Background: an optimization exercise with open tools, aiming at small area, a short achievable clock period and few clock cycles per item. Do not read the settings as production practice.
The RTL was checked by simulation tests, not by an equivalence proof against the original design.

## lcy_gfmul
module lcy_gfmul (
    input  wire         clk,
    input  wire         rst,         
    input  wire         in_valid,
    output wire         in_ready,
    input  wire [127:0] in_x,
    input  wire [127:0] in_h,
    output wire         out_valid,
    input  wire         out_ready,
    output wire [127:0] out_z
);
  reg  [647:0] c1;    
  reg  [278:0] c2;    
  reg  [127:0] z;     
  reg  [2:0] v;       
  wire en = ~v[2] | out_ready;
  assign in_ready  = en;
  assign out_valid = v[2];
  wire [127:0] xa, hb;
  genvar gi;
  generate for (gi = 0; gi < 128; gi = gi + 1) begin : g_rev
    assign xa[gi] = in_x[127-gi];
    assign hb[gi] = in_h[127-gi];
  end endgenerate
  wire n256 = xa[0] & hb[0];
  wire n257 = xa[0] & hb[1];
  wire n258 = xa[1] & hb[0];
  wire n259 = n257 ^ n258;
  wire n260 = xa[0] & hb[2];
  wire n261 = xa[1] & hb[1];
  wire n262 = xa[2] & hb[0];
  wire n263 = n260 ^ n261;
  wire n264 = n262 ^ n263;
  wire n265 = xa[0] & hb[3];
  wire n266 = xa[1] & hb[2];
  wire n267 = xa[2] & hb[1];
  wire n268 = xa[3] & hb[0];
  wire n269 = n265 ^ n266;
  wire n270 = n267 ^ n268;
  wire n271 = n269 ^ n270;
  wire n272 = xa[0] & hb[4];
  wire n273 = xa[1] & hb[3];
  wire n274 = xa[2] & hb[2];
  wire n275 = xa[3] & hb[1];
  wire n276 = xa[4] & hb[0];
  wire n277 = n272 ^ n273;
  wire n278 = n274 ^ n275;
  wire n279 = n277 ^ n278;
  wire n280 = n276 ^ n279;
  wire n281 = xa[0] & hb[5];
  wire n282 = xa[1] & hb[4];
  wire n283 = xa[2] & hb[3];
  wire n284 = xa[3] & hb[2];
  wire n285 = xa[4] & hb[1];
  wire n286 = xa[5] & hb[0];
  wire n287 = n281 ^ n282;
  wire n288 = n283 ^ n284;
  wire n289 = n285 ^ n286;
  wire n290 = n287 ^ n288;
  wire n291 = n289 ^ n290;
  wire n292 = xa[0] & hb[6];
  wire n293 = xa[1] & hb[5];
  wire n294 = xa[2] & hb[4];
  ...
==> flow/config.mk <==
export PLATFORM = sky130hd
export DESIGN_NAME = lcy_gfmul
export DESIGN_NICKNAME = lcy_gfmul
export VERILOG_FILES = /design/flow/design.v
export SDC_FILE = /design/flow/constraint.sdc
export NUM_CORES = 4
export LEC_CHECK = 0
export CAP_MARGIN = 35
export CORE_MARGIN = 2
export CORE_UTILIZATION = 50
export SETUP_SLACK_MARGIN = 2.6
export SLEW_MARGIN = 20
==> flow/constraint.sdc <==
create_clock -name core_clock -period 5.0 [get_ports {clk}]
set_input_delay 1.0000 -clock core_clock [delete_from_list [all_inputs] [get_ports {clk}]]
set_output_delay 1.0000 -clock core_clock [all_outputs]
set_load 0.01 [all_outputs]
standard.sh (not shown) runs the stock make flow with config.mk's settings and CLKGATE_MAP_FILE= SYNTH_SCRIPT=/design/flow/synth_recipe.tcl, a recipe that flattens the netlist after the stock synthesis.
==> flow/flow/run.sh <==
#!/bin/bash
# The standard layout (standard.sh), with the port buffers that the standard
# flow inserts in global placement made of sky130_fd_sc_hd__buf_4 instead of the
# cell buffer_ports picks by default (a slow delay buffer that the resizer then
# cannot swap, since the platform resizes only within a cell footprint).
# Every port still gets its own buffer.
set -euo pipefail
export BUFFER_PORTS_ARGS="-buffer_cell sky130_fd_sc_hd__buf_4"
bash standard.sh > standard_flow.log 2>&1
The baseline finished with timing, DRC and antenna clean.
Testbench counts at the start, summed over its fixed seeds: cycles 984, blocks 960.
Edit:
==> flow/run.sh (new file) <==
#!/bin/bash
# synth_recipe.tcl (not shown) runs the flow's synth.tcl, then flattens the netlist and writes it again
# the make line also repeats each setting of config.mk as NAME=value (left out here)
make -C /OpenROAD-flow-scripts/flow DESIGN_CONFIG=/design/flow/config.mk WORK_HOME=/design/flow/orfs CLKGATE_MAP_FILE= SYNTH_SCRIPT=/design/flow/synth_recipe.tcl finish
CAP_MARGIN = 20   (was 35)
SETUP_SLACK_MARGIN = 1.8   (was 2.6)
removed: flow/flow/run.sh
removed: flow/standard.sh
Routed wire length went down by about 11%.
Design area goes down by 19%.
Clock skew fell by 0.012 ns.
Clock-buffer cell count decreases by 8.
Global-route usage fell by 0.50 points.
Synthesized area stays the same.
Edit:
==> flow/flow/run.sh (new file) <==
#!/bin/bash
# The standard layout (standard.sh), with the port buffers that the standard
# flow inserts in global placement made of sky130_fd_sc_hd__buf_4 instead of the
# cell buffer_ports picks by default (a slow delay buffer that the resizer then
# cannot swap, since the platform resizes only within a cell footprint).
# Every port still gets its own buffer.
set -euo pipefail
export BUFFER_PORTS_ARGS="-buffer_cell sky130_fd_sc_hd__buf_4"
bash standard.sh > standard_flow.log 2>&1
==> flow/standard.sh (new file) <==
#!/bin/bash
# synth_recipe.tcl (not shown) runs the flow's synth.tcl, then flattens the netlist and writes it again
# the make line also repeats each setting of config.mk as NAME=value (left out here)
make -C /OpenROAD-flow-scripts/flow DESIGN_CONFIG=/design/flow/config.mk WORK_HOME=/design/flow/orfs CLKGATE_MAP_FILE= SYNTH_SCRIPT=/design/flow/synth_recipe.tcl "${@:-finish}"
CAP_MARGIN = 35   (was 20)
SETUP_SLACK_MARGIN = 2.0   (was 1.8)
removed: flow/run.sh
The changed run completed with no timing, DRC or antenna violations.
Non-clock buffer count goes down by 751.
Global-route usage goes down by 2.5 points.
Count of clock-buffer cells in the layout goes up by 8.
Wire length goes down by about 5%.
Edit:
SETUP_SLACK_MARGIN = 1.0   (was 2.0)
Result:
- final area went down by a few percent
- setup slack degrades by 0.62 ns

==> separate check: timing with driven ports <==
The results above use ideal ports. As a check the final layouts listed here were re-extracted and re-timed, cells and wires unchanged.
Step 1 (the two cells are an assumption about what drives the block):
set clk [get_ports {clk}]
set_driving_cell -lib_cell sky130_fd_sc_hd__clkbuf_16 $clk
set_driving_cell -lib_cell sky130_fd_sc_hd__buf_2 [delete_from_list [all_inputs] $clk]
Step 2 times the ports against the registers' clock, not the clock port: input delays grow and output delays shrink by t, the midpoint of the rising clock arrivals with the driver on.
Three values: ideal ports, drivers, drivers and shift; two values: the first two.
| run | t (ns) | slack for setup (ns) | latest minus earliest clock arrival (ns) | worst data-port slew with drivers (ns) |
|---|---|---|---|---|
| the first run | 0.981 | 2.078 / 2.080 / 1.099 | 0.110 / 0.110 | 0.38 |
| the second run | 0.921 | 1.652 / 1.652 / 0.750 | 0.093 / 0.093 | 0.19 |
| the third run | 0.927 | 1.805 / 1.805 / 0.924 | 0.073 / 0.073 | 0.27 |
| the fourth run | 0.949 | 1.187 / 1.268 / 0.320 | 0.075 / 0.075 | 0.24 |
After both steps every run listed still meets setup and hold. The setup slack of the first run, which loses most, moves by +0.002 ns with the drivers and by -0.979 ns with both steps.
